Source: an optimization exercise on an open RTL-to-GDS flow (aim: small area and a short achievable clock period). Production flows keep margins and buffers that such runs may drop.
In this exercise RTL edits were held to simulation tests only and were not proved equivalent to the original.
No activity file was given, so power comes from the tool's default toggle rates.

==> job 124 <==
## noc_flit_rx
module noc_flit_rx (
    input  wire         clk,
    input  wire         rst,           
    input  wire         in_valid,
    input  wire         in_head,       
    input  wire [255:0] in_flit,
    input  wire [9:0]   in_chk,
    output wire         out_valid,
    output wire         out_head,
    output wire [255:0] out_flit,
    output wire [9:0]   out_chk,
    output wire         out_poison,
    output reg  [31:0]  err_ce,        
    output reg  [31:0]  err_ue         
);
Settings: LEC_CHECK=0, ABC_CLOCK_PERIOD_IN_PS=7000, CAP_MARGIN=20, CORE_MARGIN=2, CORE_UTILIZATION=60, CTS_BUF_LIST=sky130_fd_sc_hd__clkbuf_16, CTS_CLUSTER_DIAMETER=80, CTS_CLUSTER_SIZE=30, SETUP_SLACK_MARGIN=5, SLEW_MARGIN=20; clock period 9.0 ns.
standard.sh (not shown) runs the stock make flow with config.mk's settings and CLKGATE_MAP_FILE= SYNTH_SCRIPT=/design/flow/synth_recipe.tcl, a recipe that flattens the netlist after the stock synthesis.
==> flow/flow/run.sh <==
#!/bin/bash
# The standard layout (standard.sh), with two changes:
#  - the port buffers are the smallest buffer cell (buf_1) instead of the
#    slow clkdlybuf4s50_1 that buffer_ports picks by default;
#  - the 3-input XOR cells are added to the don't-use list, so the syndrome
#    tree maps to 2-input XORs, which are faster here.
set -euo pipefail
DU="$(make -s -C "$FLOW_HOME" DESIGN_CONFIG="$PWD/config.mk" WORK_HOME="$PWD/orfs" print-DONT_USE_CELLS 2> print.log | sed -n 's/^DONT_USE_CELLS: //p')"
echo "platform don't-use list: $DU" > run.log
for c in xor3_1 xor3_2 xor3_4 xnor3_1 xnor3_2 xnor3_4; do DU="$DU sky130_fd_sc_hd__$c"; done
bash standard.sh DONT_USE_CELLS="$DU" BUFFER_PORTS_ARGS="-buffer_cell sky130_fd_sc_hd__buf_1" finish > standard.log 2>&1
==> job 946 (differences from job 124) <==
--- a/flow/design.v
+++ b/flow/design.v
@@ -15,12 +15,11 @@
 );
     wire [9:0]  syn_in;        
     reg         v_r;           
     reg         h_r;
     reg [255:0] d_r;           
-    reg [3:0]   pl_r, ph_r;    
-    reg [7:0]   tl_r, th_r;    
+    reg [9:0]   s_r;           
     reg [9:0]   c_r;           
     reg [5:0]   wl_r;          
     reg         wh0_r, wh1_r;  
     reg [5:0]   dc_r;          
     reg         discarding;    
@@ -43,40 +42,17 @@
     assign dc_in[1] = wh_in[2] | (wh_in[4] & le_last);
     assign dc_in[2] = wh_in[1] | (wh_in[3] & le_last);
     assign dc_in[3] = wh_in[0] | (wh_in[2] & le_last);
     assign dc_in[4] = wh_in[1] & le_last;
     assign dc_in[5] = wh_in[0] & le_last;
-    reg [3:0] pl_in, ph_in;
-    reg [7:0] tl_in, th_in;
-    always @* begin
-        for (k = 0; k < 4; k = k + 1) begin
-            pl_in[k] = (syn_in[1:0] == k);
-            ph_in[k] = (syn_in[6:5] == k);
-        end
-        for (k = 0; k < 8; k = k + 1) begin
-            tl_in[k] = (syn_in[4:2] == k);
-            th_in[k] = (syn_in[9:7] == k);
-        end
-    end
     reg [31:0] sl, sh;
     always @* begin
         for (k = 0; k < 32; k = k + 1) begin
-            sl[k] = pl_r[k & 3] & tl_r[k >> 2];
-            sh[k] = ph_r[k & 3] & th_r[k >> 2];
+            sl[k] = (s_r[4:0] == k);
+            sh[k] = (s_r[9:5] == k);
         end
     end
-    wire [9:0] s_r;
-    assign s_r[0] = pl_r[1] | pl_r[3];
-    assign s_r[1] = pl_r[2] | pl_r[3];
-    assign s_r[2] = tl_r[1] | tl_r[3] | tl_r[5] | tl_r[7];
-    assign s_r[3] = tl_r[2] | tl_r[3] | tl_r[6] | tl_r[7];
-    assign s_r[4] = tl_r[4] | tl_r[5] | tl_r[6] | tl_r[7];
-    assign s_r[5] = ph_r[1] | ph_r[3];
-    assign s_r[6] = ph_r[2] | ph_r[3];
-    assign s_r[7] = th_r[1] | th_r[3] | th_r[5] | th_r[7];
-    assign s_r[8] = th_r[2] | th_r[3] | th_r[6] | th_r[7];
-    assign s_r[9] = th_r[4] | th_r[5] | th_r[6] | th_r[7];
     wire data_corr     = |(wl_r & dc_r);
     wire chk_corr      = (wl_r[1] & wh0_r) | (wl_r[0] & wh1_r);
     wire clean         = wl_r[0] & wh0_r;
     wire correctable   = data_corr | chk_corr;
     wire uncorrectable = !clean & !correctable;
@@ -910,14 +886,11 @@
         end
     end
     always @(posedge clk) begin
         h_r <= in_head;
         d_r <= in_flit;
-        pl_r <= pl_in;
-        tl_r <= tl_in;
-        ph_r <= ph_in;
-        th_r <= th_in;
+        s_r <= syn_in;
         wl_r <= wl_in;
         wh0_r <= wh_in[0];
         wh1_r <= wh_in[1];
         dc_r <= dc_in;
         c_r <= in_chk;
==> flow/config.mk (replaced) <==
export PLATFORM = sky130hd
export DESIGN_NAME = noc_flit_rx
export DESIGN_NICKNAME = noc_flit_rx
export VERILOG_FILES = /design/flow/design.v
export SDC_FILE = /design/flow/constraint.sdc
export NUM_CORES = 4
export LEC_CHECK = 0
export ABC_CLOCK_PERIOD_IN_PS = 7000
export CAP_MARGIN = 20
export CORE_MARGIN = 2
export CORE_UTILIZATION = 30
export SETUP_SLACK_MARGIN = 0.2
export SLEW_MARGIN = 20
==> job 5856 (differences from job 124) <==
--- a/flow/design.v
+++ b/flow/design.v
@@ -11,84 +11,47 @@
     output wire [9:0]   out_chk,
     output wire         out_poison,
     output reg  [31:0]  err_ce,        
     output reg  [31:0]  err_ue         
 );
-    wire [9:0]  syn_in;        
     reg         v_r;           
     reg         h_r;
     reg [255:0] d_r;           
-    reg [3:0]   pl_r, ph_r;    
-    reg [7:0]   tl_r, th_r;    
+    reg [9:0]   s_r;           
     reg [9:0]   c_r;           
-    reg [5:0]   wl_r;          
-    reg         wh0_r, wh1_r;  
-    reg [5:0]   dc_r;          
     reg         discarding;    
     reg         ce_inc, ue_inc;
-    reg [5:0] wl_in, wh_in;
-    integer k;
-    always @* begin
-        wl_in = 6'd0;
-        wh_in = 6'd0;
-        for (k = 0; k < 32; k = k + 1) begin
-            wl_in[(k&1)+(k>>1&1)+(k>>2&1)+(k>>3&1)+(k>>4&1)] =
-                wl_in[(k&1)+(k>>1&1)+(k>>2&1)+(k>>3&1)+(k>>4&1)] | (syn_in[4:0] == k);
-            wh_in[(k&1)+(k>>1&1)+(k>>2&1)+(k>>3&1)+(k>>4&1)] =
-                wh_in[(k&1)+(k>>1&1)+(k>>2&1)+(k>>3&1)+(k>>4&1)] | (syn_in[9:5] == k);
-        end
-    end
-    wire le_last = (syn_in[9:5] < 5'd17) || (syn_in[9:5] == 5'd17 && syn_in[4:0] <= 5'd19);
-    wire [5:0] dc_in;
-    assign dc_in[0] = wh_in[3] | (wh_in[5] & le_last);
-    assign dc_in[1] = wh_in[2] | (wh_in[4] & le_last);
-    assign dc_in[2] = wh_in[1] | (wh_in[3] & le_last);
-    assign dc_in[3] = wh_in[0] | (wh_in[2] & le_last);
-    assign dc_in[4] = wh_in[1] & le_last;
-    assign dc_in[5] = wh_in[0] & le_last;
-    reg [3:0] pl_in, ph_in;
-    reg [7:0] tl_in, th_in;
-    always @* begin
-        for (k = 0; k < 4; k = k + 1) begin
-            pl_in[k] = (syn_in[1:0] == k);
-            ph_in[k] = (syn_in[6:5] == k);
-        end
-        for (k = 0; k < 8; k = k + 1) begin
-            tl_in[k] = (syn_in[4:2] == k);
-            th_in[k] = (syn_in[9:7] == k);
-        end
-    end
     reg [31:0] sl, sh;
+    reg [5:0]  wl, wh;
+    integer k;
     always @* begin
+        wl = 6'd0;
+        wh = 6'd0;
         for (k = 0; k < 32; k = k + 1) begin
-            sl[k] = pl_r[k & 3] & tl_r[k >> 2];
-            sh[k] = ph_r[k & 3] & th_r[k >> 2];
+            sl[k] = (s_r[4:0] == k);
+            sh[k] = (s_r[9:5] == k);
+            wl[(k&1)+(k>>1&1)+(k>>2&1)+(k>>3&1)+(k>>4&1)] = wl[(k&1)+(k>>1&1)+(k>>2&1)+(k>>3&1)+(k>>4&1)] | sl[k];
+            wh[(k&1)+(k>>1&1)+(k>>2&1)+(k>>3&1)+(k>>4&1)] = wh[(k&1)+(k>>1&1)+(k>>2&1)+(k>>3&1)+(k>>4&1)] | sh[k];
         end
     end
-    wire [9:0] s_r;
-    assign s_r[0] = pl_r[1] | pl_r[3];
-    assign s_r[1] = pl_r[2] | pl_r[3];
-    assign s_r[2] = tl_r[1] | tl_r[3] | tl_r[5] | tl_r[7];
-    assign s_r[3] = tl_r[2] | tl_r[3] | tl_r[6] | tl_r[7];
-    assign s_r[4] = tl_r[4] | tl_r[5] | tl_r[6] | tl_r[7];
-    assign s_r[5] = ph_r[1] | ph_r[3];
-    assign s_r[6] = ph_r[2] | ph_r[3];
-    assign s_r[7] = th_r[1] | th_r[3] | th_r[5] | th_r[7];
-    assign s_r[8] = th_r[2] | th_r[3] | th_r[6] | th_r[7];
-    assign s_r[9] = th_r[4] | th_r[5] | th_r[6] | th_r[7];
-    wire data_corr     = |(wl_r & dc_r);
-    wire chk_corr      = (wl_r[1] & wh0_r) | (wl_r[0] & wh1_r);
-    wire clean         = wl_r[0] & wh0_r;
+    wire w3 = (wl[0] & wh[3]) | (wl[1] & wh[2]) | (wl[2] & wh[1]) | (wl[3] & wh[0]);
+    wire w5 = (wl[0] & wh[5]) | (wl[1] & wh[4]) | (wl[2] & wh[3])
+            | (wl[3] & wh[2]) | (wl[4] & wh[1]) | (wl[5] & wh[0]);
+    wire le_last = (s_r[9:5] < 5'd17) || (s_r[9:5] == 5'd17 && s_r[4:0] <= 5'd19);
+    wire data_corr     = w3 | (w5 & le_last);
+    wire chk_corr      = (wl[1] & wh[0]) | (wl[0] & wh[1]);
+    wire clean         = wl[0] & wh[0];
     wire correctable   = data_corr | chk_corr;
     wire uncorrectable = !clean & !correctable;
     wire [255:0] flip;
     wire drop = h_r ? uncorrectable : discarding;
     assign out_valid  = v_r && !drop;
     assign out_head   = h_r;
     assign out_flit   = d_r ^ flip;
     assign out_chk    = data_corr ? c_r : (s_r ^ c_r);
     assign out_poison = !h_r && uncorrectable;
+    wire [9:0] syn_in;
     wire x1 = in_flit[30] ^ in_flit[45];
     wire x2 = in_flit[50] ^ in_flit[66];
     wire x3 = in_flit[71] ^ in_flit[77];
     wire x4 = in_flit[94] ^ in_flit[99];
     wire x5 = in_flit[105] ^ in_flit[112];
@@ -910,16 +873,9 @@
         end
     end
     always @(posedge clk) begin
         h_r <= in_head;
         d_r <= in_flit;
-        pl_r <= pl_in;
-        tl_r <= tl_in;
-        ph_r <= ph_in;
-        th_r <= th_in;
-        wl_r <= wl_in;
-        wh0_r <= wh_in[0];
-        wh1_r <= wh_in[1];
-        dc_r <= dc_in;
+        s_r <= syn_in;
         c_r <= in_chk;
     end
 endmodule
==> flow/flow/run.sh (replaced) <==
#!/bin/bash
# Standard layout, except that the port buffers are the smallest buffer cell
# (buf_1) instead of the one buffer_ports picks by default.
set -euo pipefail
bash standard.sh BUFFER_PORTS_ARGS="-buffer_cell sky130_fd_sc_hd__buf_1" finish > standard.log 2>&1
==> flow/config.mk (replaced) <==
export PLATFORM = sky130hd
export DESIGN_NAME = noc_flit_rx
export DESIGN_NICKNAME = noc_flit_rx
export VERILOG_FILES = /design/flow/design.v
export SDC_FILE = /design/flow/constraint.sdc
export NUM_CORES = 4
export LEC_CHECK = 0
export ABC_CLOCK_PERIOD_IN_PS = 7000
export CAP_MARGIN = 20
export CORE_MARGIN = 2
export CORE_UTILIZATION = 30
export SETUP_SLACK_MARGIN = 0.2
export SLEW_MARGIN = 20
==> job 2545 (differences from job 124) <==
--- a/flow/design.v
+++ b/flow/design.v
@@ -15,12 +15,11 @@
 );
     wire [9:0]  syn_in;        
     reg         v_r;           
     reg         h_r;
     reg [255:0] d_r;           
-    reg [3:0]   pl_r, ph_r;    
-    reg [7:0]   tl_r, th_r;    
+    reg [9:0]   s_r;           
     reg [9:0]   c_r;           
     reg [5:0]   wl_r;          
     reg         wh0_r, wh1_r;  
     reg [5:0]   dc_r;          
     reg         discarding;    
@@ -43,40 +42,17 @@
     assign dc_in[1] = wh_in[2] | (wh_in[4] & le_last);
     assign dc_in[2] = wh_in[1] | (wh_in[3] & le_last);
     assign dc_in[3] = wh_in[0] | (wh_in[2] & le_last);
     assign dc_in[4] = wh_in[1] & le_last;
     assign dc_in[5] = wh_in[0] & le_last;
-    reg [3:0] pl_in, ph_in;
-    reg [7:0] tl_in, th_in;
-    always @* begin
-        for (k = 0; k < 4; k = k + 1) begin
-            pl_in[k] = (syn_in[1:0] == k);
-            ph_in[k] = (syn_in[6:5] == k);
-        end
-        for (k = 0; k < 8; k = k + 1) begin
-            tl_in[k] = (syn_in[4:2] == k);
-            th_in[k] = (syn_in[9:7] == k);
-        end
-    end
     reg [31:0] sl, sh;
     always @* begin
         for (k = 0; k < 32; k = k + 1) begin
-            sl[k] = pl_r[k & 3] & tl_r[k >> 2];
-            sh[k] = ph_r[k & 3] & th_r[k >> 2];
+            sl[k] = (s_r[4:0] == k);
+            sh[k] = (s_r[9:5] == k);
         end
     end
-    wire [9:0] s_r;
-    assign s_r[0] = pl_r[1] | pl_r[3];
-    assign s_r[1] = pl_r[2] | pl_r[3];
-    assign s_r[2] = tl_r[1] | tl_r[3] | tl_r[5] | tl_r[7];
-    assign s_r[3] = tl_r[2] | tl_r[3] | tl_r[6] | tl_r[7];
-    assign s_r[4] = tl_r[4] | tl_r[5] | tl_r[6] | tl_r[7];
-    assign s_r[5] = ph_r[1] | ph_r[3];
-    assign s_r[6] = ph_r[2] | ph_r[3];
-    assign s_r[7] = th_r[1] | th_r[3] | th_r[5] | th_r[7];
-    assign s_r[8] = th_r[2] | th_r[3] | th_r[6] | th_r[7];
-    assign s_r[9] = th_r[4] | th_r[5] | th_r[6] | th_r[7];
     wire data_corr     = |(wl_r & dc_r);
     wire chk_corr      = (wl_r[1] & wh0_r) | (wl_r[0] & wh1_r);
     wire clean         = wl_r[0] & wh0_r;
     wire correctable   = data_corr | chk_corr;
     wire uncorrectable = !clean & !correctable;
@@ -910,14 +886,11 @@
         end
     end
     always @(posedge clk) begin
         h_r <= in_head;
         d_r <= in_flit;
-        pl_r <= pl_in;
-        tl_r <= tl_in;
-        ph_r <= ph_in;
-        th_r <= th_in;
+        s_r <= syn_in;
         wl_r <= wl_in;
         wh0_r <= wh_in[0];
         wh1_r <= wh_in[1];
         dc_r <= dc_in;
         c_r <= in_chk;
==> flow/config.mk (replaced) <==
export PLATFORM = sky130hd
export DESIGN_NAME = noc_flit_rx
export DESIGN_NICKNAME = noc_flit_rx
export VERILOG_FILES = /design/flow/design.v
export SDC_FILE = /design/flow/constraint.sdc
export NUM_CORES = 4
export LEC_CHECK = 0
export ABC_CLOCK_PERIOD_IN_PS = 7000
export CAP_MARGIN = 20
export CORE_MARGIN = 2
export CORE_UTILIZATION = 30
export SETUP_SLACK_MARGIN = 4.5
export SLEW_MARGIN = 20
==> notes.md <==
status finished clean; post-synthesis compound-gate area fraction 2.121%; Hold Crit Start v_r$_SDFF_PP0_; mux share of post-synthesis cell area less than 1%; Final Hold Slack 0.5037 ns
the above is filed under job 124

==> notes.md <==
Hold Crit Start discarding$_SDFFE_PP0P_; Clk pwr share 19.5%; status finished clean; post-synthesis compound-gate area fraction between 2 and 2.5%; mux share of post-synthesis cell area 0.3283%; Final Hold Slack 0.4971 ns; FF+latch count 359
the above is filed under job 2545

==> notes.md <==
status finished clean; Final Hold Slack 0.4982 ns; final core occ 38.10%; mux share of post-synthesis cell area less than 1%; Final Cell Area ~22000 µm²
the above is filed under job 946

==> notes.md <==
mux share of post-synthesis cell area 0%; post-synthesis sequential area ratio between 30% and 40%; Final Hold Slack between 0.5 and 0.6 ns; status finished clean; Hold Crit Start err_ce[28]$_SDFF_PP0_
the above is filed under job 5856


========
==> inputs of 08-05 <==
noc_flit_rx, a different RTL version from the one above (not shown whole).
==> flow/design.v (excerpt) <==
module noc_flit_rx (
    input  wire         clk,
    input  wire         rst,           
    input  wire         in_valid,
    input  wire         in_head,       
    input  wire [255:0] in_flit,
    input  wire [9:0]   in_chk,
    output wire         out_valid,
    output wire         out_head,
    output wire [255:0] out_flit,
    output wire [9:0]   out_chk,
    output wire         out_poison,
    output reg  [31:0]  err_ce,        
    output reg  [31:0]  err_ue         
);
clock: 9.0 ns
lec_check: 0
abc_clock_period_in_ps: 7000
cap_margin: 20
core_margin: 2
core_utilization: 60
cts_buf_list: sky130_fd_sc_hd__clkbuf_8
cts_cluster_size: 30
setup_slack_margin: 5
slew_margin: 20
==> flow/flow/run.sh <==
#!/bin/bash
# The standard layout (standard.sh), with two changes:
#  - the port buffers are the smallest buffer cell (buf_1) instead of the
#    slow clkdlybuf4s50_1 that buffer_ports picks by default;
#  - the 3-input XOR cells are added to the don't-use list, so the syndrome
#    tree maps to 2-input XORs, which are faster here.
set -euo pipefail
DU="$(make -s -C "$FLOW_HOME" DESIGN_CONFIG="$PWD/config.mk" WORK_HOME="$PWD/orfs" print-DONT_USE_CELLS 2> print.log | sed -n 's/^DONT_USE_CELLS: //p')"
echo "platform don't-use list: $DU" > run.log
for c in xor3_1 xor3_2 xor3_4 xnor3_1 xnor3_2 xnor3_4; do DU="$DU sky130_fd_sc_hd__$c"; done
bash standard.sh DONT_USE_CELLS="$DU" BUFFER_PORTS_ARGS="-buffer_cell sky130_fd_sc_hd__buf_1" finish > standard.log 2>&1
==> 05-17 (differences from 08-05) <==
--- a/flow/design.v
+++ b/flow/design.v
@@ -17,16 +17,16 @@
     reg         v_r;           
     reg         h_r;
     reg [255:0] d_r;           
     reg [3:0]   pl_r, ph_r;    
     reg [7:0]   tl_r, th_r;    
     reg [9:0]   c_r;           
     reg [5:0]   wl_r;          
-    reg [5:0]   wh_r;          
-    reg         le_r;          
+    reg         wh0_r, wh1_r;  
+    reg [5:0]   dc_r;          
     reg         discarding;    
     reg         ce_inc, ue_inc;
     reg [5:0] wl_in, wh_in;
     integer k;
     always @* begin
         wl_in = 6'd0;
         wh_in = 6'd0;
@@ -34,14 +34,21 @@
             wl_in[(k&1)+(k>>1&1)+(k>>2&1)+(k>>3&1)+(k>>4&1)] =
                 wl_in[(k&1)+(k>>1&1)+(k>>2&1)+(k>>3&1)+(k>>4&1)] | (syn_in[4:0] == k);
             wh_in[(k&1)+(k>>1&1)+(k>>2&1)+(k>>3&1)+(k>>4&1)] =
                 wh_in[(k&1)+(k>>1&1)+(k>>2&1)+(k>>3&1)+(k>>4&1)] | (syn_in[9:5] == k);
         end
     end
     wire le_last = (syn_in[9:5] < 5'd17) || (syn_in[9:5] == 5'd17 && syn_in[4:0] <= 5'd19);
+    wire [5:0] dc_in;
+    assign dc_in[0] = wh_in[3] | (wh_in[5] & le_last);
+    assign dc_in[1] = wh_in[2] | (wh_in[4] & le_last);
+    assign dc_in[2] = wh_in[1] | (wh_in[3] & le_last);
+    assign dc_in[3] = wh_in[0] | (wh_in[2] & le_last);
+    assign dc_in[4] = wh_in[1] & le_last;
+    assign dc_in[5] = wh_in[0] & le_last;
     reg [3:0] pl_in, ph_in;
     reg [7:0] tl_in, th_in;
     always @* begin
         for (k = 0; k < 4; k = k + 1) begin
             pl_in[k] = (syn_in[1:0] == k);
             ph_in[k] = (syn_in[6:5] == k);
         end
@@ -57,24 +64,17 @@
     assign s_r[3] = tl_r[2] | tl_r[3] | tl_r[6] | tl_r[7];
     assign s_r[4] = tl_r[4] | tl_r[5] | tl_r[6] | tl_r[7];
     assign s_r[5] = ph_r[1] | ph_r[3];
     assign s_r[6] = ph_r[2] | ph_r[3];
     assign s_r[7] = th_r[1] | th_r[3] | th_r[5] | th_r[7];
     assign s_r[8] = th_r[2] | th_r[3] | th_r[6] | th_r[7];
     assign s_r[9] = th_r[4] | th_r[5] | th_r[6] | th_r[7];
-    wire [5:0] dc;
-    assign dc[0] = wh_r[3] | (wh_r[5] & le_r);
-    assign dc[1] = wh_r[2] | (wh_r[4] & le_r);
-    assign dc[2] = wh_r[1] | (wh_r[3] & le_r);
-    assign dc[3] = wh_r[0] | (wh_r[2] & le_r);
-    assign dc[4] = wh_r[1] & le_r;
-    assign dc[5] = wh_r[0] & le_r;
-    wire data_corr     = |(wl_r & dc);
-    wire chk_corr      = (wl_r[1] & wh_r[0]) | (wl_r[0] & wh_r[1]);
-    wire clean         = wl_r[0] & wh_r[0];
+    wire data_corr     = |(wl_r & dc_r);
+    wire chk_corr      = (wl_r[1] & wh0_r) | (wl_r[0] & wh1_r);
+    wire clean         = wl_r[0] & wh0_r;
     wire correctable   = data_corr | chk_corr;
     wire uncorrectable = !clean & !correctable;
     wire [255:0] flip;
     wire drop = h_r ? uncorrectable : discarding;
     assign out_valid  = v_r && !drop;
     assign out_head   = h_r;
     assign out_flit   = d_r ^ flip;
@@ -906,12 +906,13 @@
         h_r <= in_head;
         d_r <= in_flit;
         pl_r <= pl_in;
         tl_r <= tl_in;
         ph_r <= ph_in;
         th_r <= th_in;
         wl_r <= wl_in;
-        wh_r <= wh_in;
-        le_r <= le_last;
+        wh0_r <= wh_in[0];
+        wh1_r <= wh_in[1];
+        dc_r <= dc_in;
         c_r <= in_chk;
     end
 endmodule
CORE_UTILIZATION = 64   (was 60)
CTS_BUF_LIST = sky130_fd_sc_hd__clkbuf_16   (was sky130_fd_sc_hd__clkbuf_8)
CTS_CLUSTER_DIAMETER = 80   (was default)
==> 02-20 (differences from 08-05) <==
--- a/flow/design.v
+++ b/flow/design.v
@@ -17,16 +17,16 @@
     reg         v_r;           
     reg         h_r;
     reg [255:0] d_r;           
     reg [3:0]   pl_r, ph_r;    
     reg [7:0]   tl_r, th_r;    
     reg [9:0]   c_r;           
     reg [5:0]   wl_r;          
-    reg [5:0]   wh_r;          
-    reg         le_r;          
+    reg         wh0_r, wh1_r;  
+    reg [5:0]   dc_r;          
     reg         discarding;    
     reg         ce_inc, ue_inc;
     reg [5:0] wl_in, wh_in;
     integer k;
     always @* begin
         wl_in = 6'd0;
         wh_in = 6'd0;
@@ -34,14 +34,21 @@
             wl_in[(k&1)+(k>>1&1)+(k>>2&1)+(k>>3&1)+(k>>4&1)] =
                 wl_in[(k&1)+(k>>1&1)+(k>>2&1)+(k>>3&1)+(k>>4&1)] | (syn_in[4:0] == k);
             wh_in[(k&1)+(k>>1&1)+(k>>2&1)+(k>>3&1)+(k>>4&1)] =
                 wh_in[(k&1)+(k>>1&1)+(k>>2&1)+(k>>3&1)+(k>>4&1)] | (syn_in[9:5] == k);
         end
     end
     wire le_last = (syn_in[9:5] < 5'd17) || (syn_in[9:5] == 5'd17 && syn_in[4:0] <= 5'd19);
+    wire [5:0] dc_in;
+    assign dc_in[0] = wh_in[3] | (wh_in[5] & le_last);
+    assign dc_in[1] = wh_in[2] | (wh_in[4] & le_last);
+    assign dc_in[2] = wh_in[1] | (wh_in[3] & le_last);
+    assign dc_in[3] = wh_in[0] | (wh_in[2] & le_last);
+    assign dc_in[4] = wh_in[1] & le_last;
+    assign dc_in[5] = wh_in[0] & le_last;
     reg [3:0] pl_in, ph_in;
     reg [7:0] tl_in, th_in;
     always @* begin
         for (k = 0; k < 4; k = k + 1) begin
             pl_in[k] = (syn_in[1:0] == k);
             ph_in[k] = (syn_in[6:5] == k);
         end
@@ -57,24 +64,17 @@
     assign s_r[3] = tl_r[2] | tl_r[3] | tl_r[6] | tl_r[7];
     assign s_r[4] = tl_r[4] | tl_r[5] | tl_r[6] | tl_r[7];
     assign s_r[5] = ph_r[1] | ph_r[3];
     assign s_r[6] = ph_r[2] | ph_r[3];
     assign s_r[7] = th_r[1] | th_r[3] | th_r[5] | th_r[7];
     assign s_r[8] = th_r[2] | th_r[3] | th_r[6] | th_r[7];
     assign s_r[9] = th_r[4] | th_r[5] | th_r[6] | th_r[7];
-    wire [5:0] dc;
-    assign dc[0] = wh_r[3] | (wh_r[5] & le_r);
-    assign dc[1] = wh_r[2] | (wh_r[4] & le_r);
-    assign dc[2] = wh_r[1] | (wh_r[3] & le_r);
-    assign dc[3] = wh_r[0] | (wh_r[2] & le_r);
-    assign dc[4] = wh_r[1] & le_r;
-    assign dc[5] = wh_r[0] & le_r;
-    wire data_corr     = |(wl_r & dc);
-    wire chk_corr      = (wl_r[1] & wh_r[0]) | (wl_r[0] & wh_r[1]);
-    wire clean         = wl_r[0] & wh_r[0];
+    wire data_corr     = |(wl_r & dc_r);
+    wire chk_corr      = (wl_r[1] & wh0_r) | (wl_r[0] & wh1_r);
+    wire clean         = wl_r[0] & wh0_r;
     wire correctable   = data_corr | chk_corr;
     wire uncorrectable = !clean & !correctable;
     wire [255:0] flip;
     wire drop = h_r ? uncorrectable : discarding;
     assign out_valid  = v_r && !drop;
     assign out_head   = h_r;
     assign out_flit   = d_r ^ flip;
@@ -906,12 +906,13 @@
         h_r <= in_head;
         d_r <= in_flit;
         pl_r <= pl_in;
         tl_r <= tl_in;
         ph_r <= ph_in;
         th_r <= th_in;
         wl_r <= wl_in;
-        wh_r <= wh_in;
-        le_r <= le_last;
+        wh0_r <= wh_in[0];
+        wh1_r <= wh_in[1];
+        dc_r <= dc_in;
         c_r <= in_chk;
     end
 endmodule
CORE_UTILIZATION = 64   (was 60)
CTS_BUF_LIST = sky130_fd_sc_hd__clkbuf_16   (was sky130_fd_sc_hd__clkbuf_8)
CTS_CLUSTER_DIAMETER = 65   (was default)
CTS_CLUSTER_SIZE = 24   (was 30)
==> comparison table <==
	02-20	08-05	05-17
Clock tree root buffer cell	sky130_fd_sc_hd__clkbuf_16	sky130_fd_sc_hd__clkbuf_8	sky130_fd_sc_hd__clkbuf_16
Vert. Die Dim	174 µm	179 µm	174 µm
Clock Buffer Count	29	73	17
Post-layout nets	2,789	2,829	2,773
Clock distribution power	0.00141 W	0.00144 W	0.000951 W
End point of the most critical hold path	err_ue[6]$_SDFF_PP0_	discarding$_SDFFE_PP0P_	err_ue[6]$_SDFF_PP0_
Average detailed-routed wire length per instance	23.1 µm	22.2 µm	23.1 µm
Count of state elements after synthesis	373	372	373
Comb pwr share	65.9%	61.2%	68.5%
Combined flip-flop and latch cell area	7520 µm²	7480 µm²	7510 µm²
Fraction of area in registers	32.6%	32.4%	33.1%
Final Power	0.0102 W	0.00891 W	0.00959 W
Final clock-cell share	4.45%	5.11%	2.26%
Post-Route Skew	0.0282 ns	0.0335 ns	0.0176 ns
Final instance area	23,100 µm²	23,100 µm²	22,700 µm²
Run status	timing/DRC/antenna clean	timing/DRC/antenna clean	timing/DRC/antenna clean
Parity-gate share of the synthesized area counting xor and xnor cells	41.5%	41.6%	41.5%
Area fraction in and, or, nand and nor cells after synthesis	13.3%	13.3%	13.3%
Share of the synthesized area in the top cell type	40.5%	40.4%	40.5%
Net switching power	0.00461 W	0.00406 W	0.00435 W
Clock tree sinks	373	372	373
Final design utilization	80.9%	76.0%	79.6%
Final worst path period share	44.6%	47.6%	44.8%
Critical Path Source	pl_r[0]$_DFF_P_	wl_r[1]$_DFF_P_	ph_r[3]$_DFF_P_
First-pass GRT wire length	95,300 µm	91,800 µm	93,700 µm
Routed length on met3	7020 µm	5960 µm	6410 µm
Clk Latency, worst-skew pair	0.60 ns	0.61 ns	0.54 ns

[static timing again, ports no longer ideal]
In the flow no input, the clock included, has a driving cell. The finished layouts below were timed again as built, in two steps. Step 1: set_driving_cell puts a clkbuf_16 on clk and a buf_2 on each other input, an assumption about the parent block. Step 2 moves the port delays by t, midway between the first and last clock arrival at a register: inputs arrive t later, outputs are due t later. That takes back most of the time a late clock gives input paths. Slacks: ideal / step 1 / step 2; pairs: ideal / step 1.
| run | t, ns | setup WS [ns] | hold WS [ns] | worst register clock-pin slew, ns | pins driven straight from the clock port |
|---|---|---|---|---|---|
| job 124 | 0.585 | 4.980 / 4.926 / 4.423 | 0.504 / 0.504 / 0.504 | 0.12 / 0.12 | 1 |
| job 946 | 0.620 | 3.892 / 3.845 / 3.293 | 0.498 / 0.498 / 0.498 | 0.07 / 0.07 | 1 |
| job 5856 | 0.621 | 3.389 / 3.326 / 3.947 | 0.501 / 0.501 / 0.501 | 0.06 / 0.06 | 1 |
| job 2545 | 0.620 | 4.503 / 4.525 / 3.905 | 0.497 / 0.497 / 0.497 | 0.07 / 0.07 | 1 |
| 08-05 | 0.647 | 4.716 / 4.665 / 4.327 | 0.500 / 0.500 / 0.500 | 0.07 / 0.07 | 1 |
| 05-17 | 0.587 | 4.969 / 4.912 / 4.435 | 0.506 / 0.506 / 0.506 | 0.12 / 0.12 | 1 |
| 02-20 | 0.635 | 4.984 / 4.929 / 4.394 | 0.502 / 0.502 / 0.502 | 0.09 / 0.09 | 1 |
After both steps every run listed still meets setup and hold. For job 946, which loses most, drivers alone change the setup slack by -0.047 ns; drivers and shift together by -0.599 ns.
